This design comes from an exercise in tuning for small area, a short achievable clock period and few clock cycles per item on the open sky130 flow, not from production work.
Function was checked by simulation only, so behaviour that the tests miss may differ from the original.

## build 82
Design sward_pixel_backend, start of the top module:
module sward_pixel_backend (
    input  wire        clk,
    input  wire        rst,           
    input  wire        in_valid,
    output wire        in_ready,
    input  wire [3:0]  l_en,
    input  wire [63:0] l_lin,
    input  wire [63:0] l_alpha,
    input  wire [31:0] l_opacity,
    input  wire [11:0] l_blend,
    input  wire [15:0] stamp_t,
    input  wire [15:0] calword,
    input  wire [15:0] gov_g,
    input  wire [3:0]  frame,
    input  wire [1:0]  px_x,
    input  wire [1:0]  px_y,
    input  wire [1:0]  dither_mode,
    output wire        out_valid,
    input  wire        out_ready,
    output wire [7:0]  h_code,
    output wire [7:0]  l_code,
    output wire        clamp
);
Size: roughly 14000 cells after synthesis, roughly 1900 flip-flops, about 260 I/O pins, about 130000 sq um of cells after synthesis.
==> flow/config.mk <==
export PLATFORM = sky130hd
export DESIGN_NAME = sward_pixel_backend
export DESIGN_NICKNAME = sward_pixel_backend
export VERILOG_FILES = /design/flow/design.v
export SDC_FILE = /design/flow/constraint.sdc
export NUM_CORES = 4
export LEC_CHECK = 0
export CAP_MARGIN = 20
export CORE_MARGIN = 2
export CORE_UTILIZATION = 60
export PLACE_DENSITY = 0.75
export SLEW_MARGIN = 20
==> flow/constraint.sdc <==
create_clock -name core_clock -period 25.0 [get_ports {clk}]
set_input_delay 5.0000 -clock core_clock [delete_from_list [all_inputs] [get_ports {clk}]]
set_output_delay 5.0000 -clock core_clock [all_outputs]
set_load 0.01 [all_outputs]
standard.sh (not shown) runs the stock make flow with config.mk's settings and CLKGATE_MAP_FILE= SYNTH_SCRIPT=/design/flow/synth_recipe.tcl, a recipe that flattens the netlist after the stock synthesis.
==> flow/flow/run.sh <==
#!/bin/bash
set -euo pipefail
bash standard.sh SETUP_SLACK_MARGIN=18.5 finish > make_finish.log 2>&1
Testbench counts of build 82, summed over its fixed seeds: cycles 6,504, items 6,400.
### build 82 -> trial 98
--- a/flow/design.v
+++ b/flow/design.v
@@ -779,64 +779,64 @@
         end else begin
             cnt   <= up ? cnt_p : dn ? cnt_m : cnt;
             rdy_r <= up ? (cnt_p < CAP) : dn ? (cnt_m < CAP) : (cnt < CAP);
         end
     end
     assign in_ready = rdy_r;
     reg [NS-1:0] v;
     always @(posedge clk) begin
         if (rst) v <= {NS{1'b0}};
         else     v <= {v[NS-2:0], acc};
     end
+    wire [59:0] oe_in, oeb_in;
     wire [3:0]  lt_in;
     genvar i;
     generate
         for (i = 0; i < 4; i = i + 1) begin : g_in
+            sw_benc #(.BW(8)) u_oe (.m(l_opacity[8*i +: 8]), .e(oe_in[15*i +: 15]), .eb(oeb_in[15*i +: 15]));
             assign lt_in[i] = (l_lin[16*i +: 16] < l_alpha[16*i +: 16]);
         end
     endgenerate
     wire [3:0] k_in = frame + {px_y, 2'b00} + {2'b00, px_x};
     reg  [3:0] dseq;
     always @(*) begin
         case (k_in)
             4'd0:  dseq = 4'd0;   4'd1:  dseq = 4'd8;
             4'd2:  dseq = 4'd4;   4'd3:  dseq = 4'd12;
             4'd4:  dseq = 4'd2;   4'd5:  dseq = 4'd10;
             4'd6:  dseq = 4'd6;   4'd7:  dseq = 4'd14;
             4'd8:  dseq = 4'd1;   4'd9:  dseq = 4'd9;
             4'd10: dseq = 4'd5;   4'd11: dseq = 4'd13;
             4'd12: dseq = 4'd3;   4'd13: dseq = 4'd11;
             4'd14: dseq = 4'd7;   default: dseq = 4'd15;
         endcase
     end
     wire [3:0] thr_in = (dither_mode == 2'd0) ? dseq : (dither_mode == 2'd1) ? 4'd7 : 4'd15;
     wire       frc_in = (calword[3:0] > 4'd2);      
     wire       lz_in  = (calword[3:0] == 4'd0);     
     reg [3:0]  en0, lt0;
     reg [63:0] lin0, alp0;
-    reg [31:0] opa0;
+    reg [59:0] oe0;
     reg [11:0] bop0;
     reg [15:0] t0, g0;
     reg [11:0] gn0;
     reg [5:0]  f0;
     always @(posedge clk) begin
         en0 <= l_en; lt0 <= lt_in; lin0 <= l_lin; alp0 <= l_alpha;
-        opa0 <= l_opacity; bop0 <= l_blend;
+        oe0 <= oe_in; bop0 <= l_blend;
         t0 <= stamp_t; gn0 <= calword[15:4]; g0 <= gov_g;
         f0 <= {thr_in, lz_in, frc_in};
     end
     wire [24*4-1:0] ts1_n, ta1_n;
-    wire [59:0] oe0, oeb0;
     generate
         for (i = 0; i < 4; i = i + 1) begin : g_prod
-            sw_benc #(.BW(8)) u_oe (.m(opa0[8*i +: 8]), .e(oe0[15*i +: 15]), .eb(oeb0[15*i +: 15]));
             sward_layer_prod #(.WITH_A(i != 0)) u_prod (
                 .lin(lin0[16*i +: 16]), .alpha(alp0[16*i +: 16]), .lt(lt0[i]),
                 .oe(oe0[15*i +: 15]), .oeb(~oe0[15*i +: 15]),
                 .ts(ts1_n[24*i +: 24]), .ta(ta1_n[24*i +: 24]));
         end
     endgenerate
     reg [24*4-1:0] ts1, ta1;
     reg [3:0]      en1;
     reg [11:0]     bop1;
     always @(posedge clk) begin
         ts1 <= ts1_n; ta1 <= ta1_n; en1 <= en0; bop1 <= bop0;
==> comparison <==
- Trial 98 vs build 82 — synthesized cell count climbed slightly
- Compared with build 82, trial 98 has extra setup slack.
- The top routing layer in use comes out met4 in one run and met5 in the other, namely in build 82 and trial 98 respectively.
- Of trial 98 and build 82, the run reporting the lower synthesized area was build 82.
- Trial 98 vs build 82 — die area climbed slightly
- Trial 98 has time the final worst path needs with I/O delays and setup below what build 82 had.
- The first element of the critical path comes out ts1[56] in one run and ta1[80] in the other, namely in trial 98 and build 82 respectively.
- In trial 98, the core utilization of the finished layout came out 0.34 points below the value in build 82.
- There was hardly any difference in clock transition at the registers of the reported paths between build 82 and trial 98.
- Comparing trial 98 and build 82, the higher number of cells on the critical path was measured on trial 98.
Testbench counts of trial 98, summed over its fixed seeds: cycles 6,504, items 6,400.

[re-timing with driven ports]
Ports are ideal in the flow. The routed layouts listed here were re-timed in OpenROAD.
Step 1 (the two cells are an assumption about what drives the block):
set clk [get_ports {clk}]
set_driving_cell -lib_cell sky130_fd_sc_hd__clkbuf_16 $clk
set_driving_cell -lib_cell sky130_fd_sc_hd__buf_2 [delete_from_list [all_inputs] $clk]
Step 2, shift: input delay + t, output delay - t, t = (earliest + latest rising clock arrival at the registers) / 2. This alone moves slack from input paths to output paths.
Three values: ideal, step 1, step 2; two values: the first two.
run | t (ns) | slack for setup (ns) | slew at the worst register clock pin (ns) | worst data-port slew with drivers (ns) | pins driven straight from the clock port
build 82 | 0.936 | 18.038 / 18.038 / 17.698 | 0.07 / 0.07 | 0.08 | 1
trial 98 | 0.951 | 18.501 / 18.486 / 17.723 | 0.07 / 0.07 | 0.09 | 1
After both steps every run listed still meets setup and hold. The setup slack of trial 98, which loses most, moves by -0.015 ns with the drivers and by -0.778 ns with both steps.
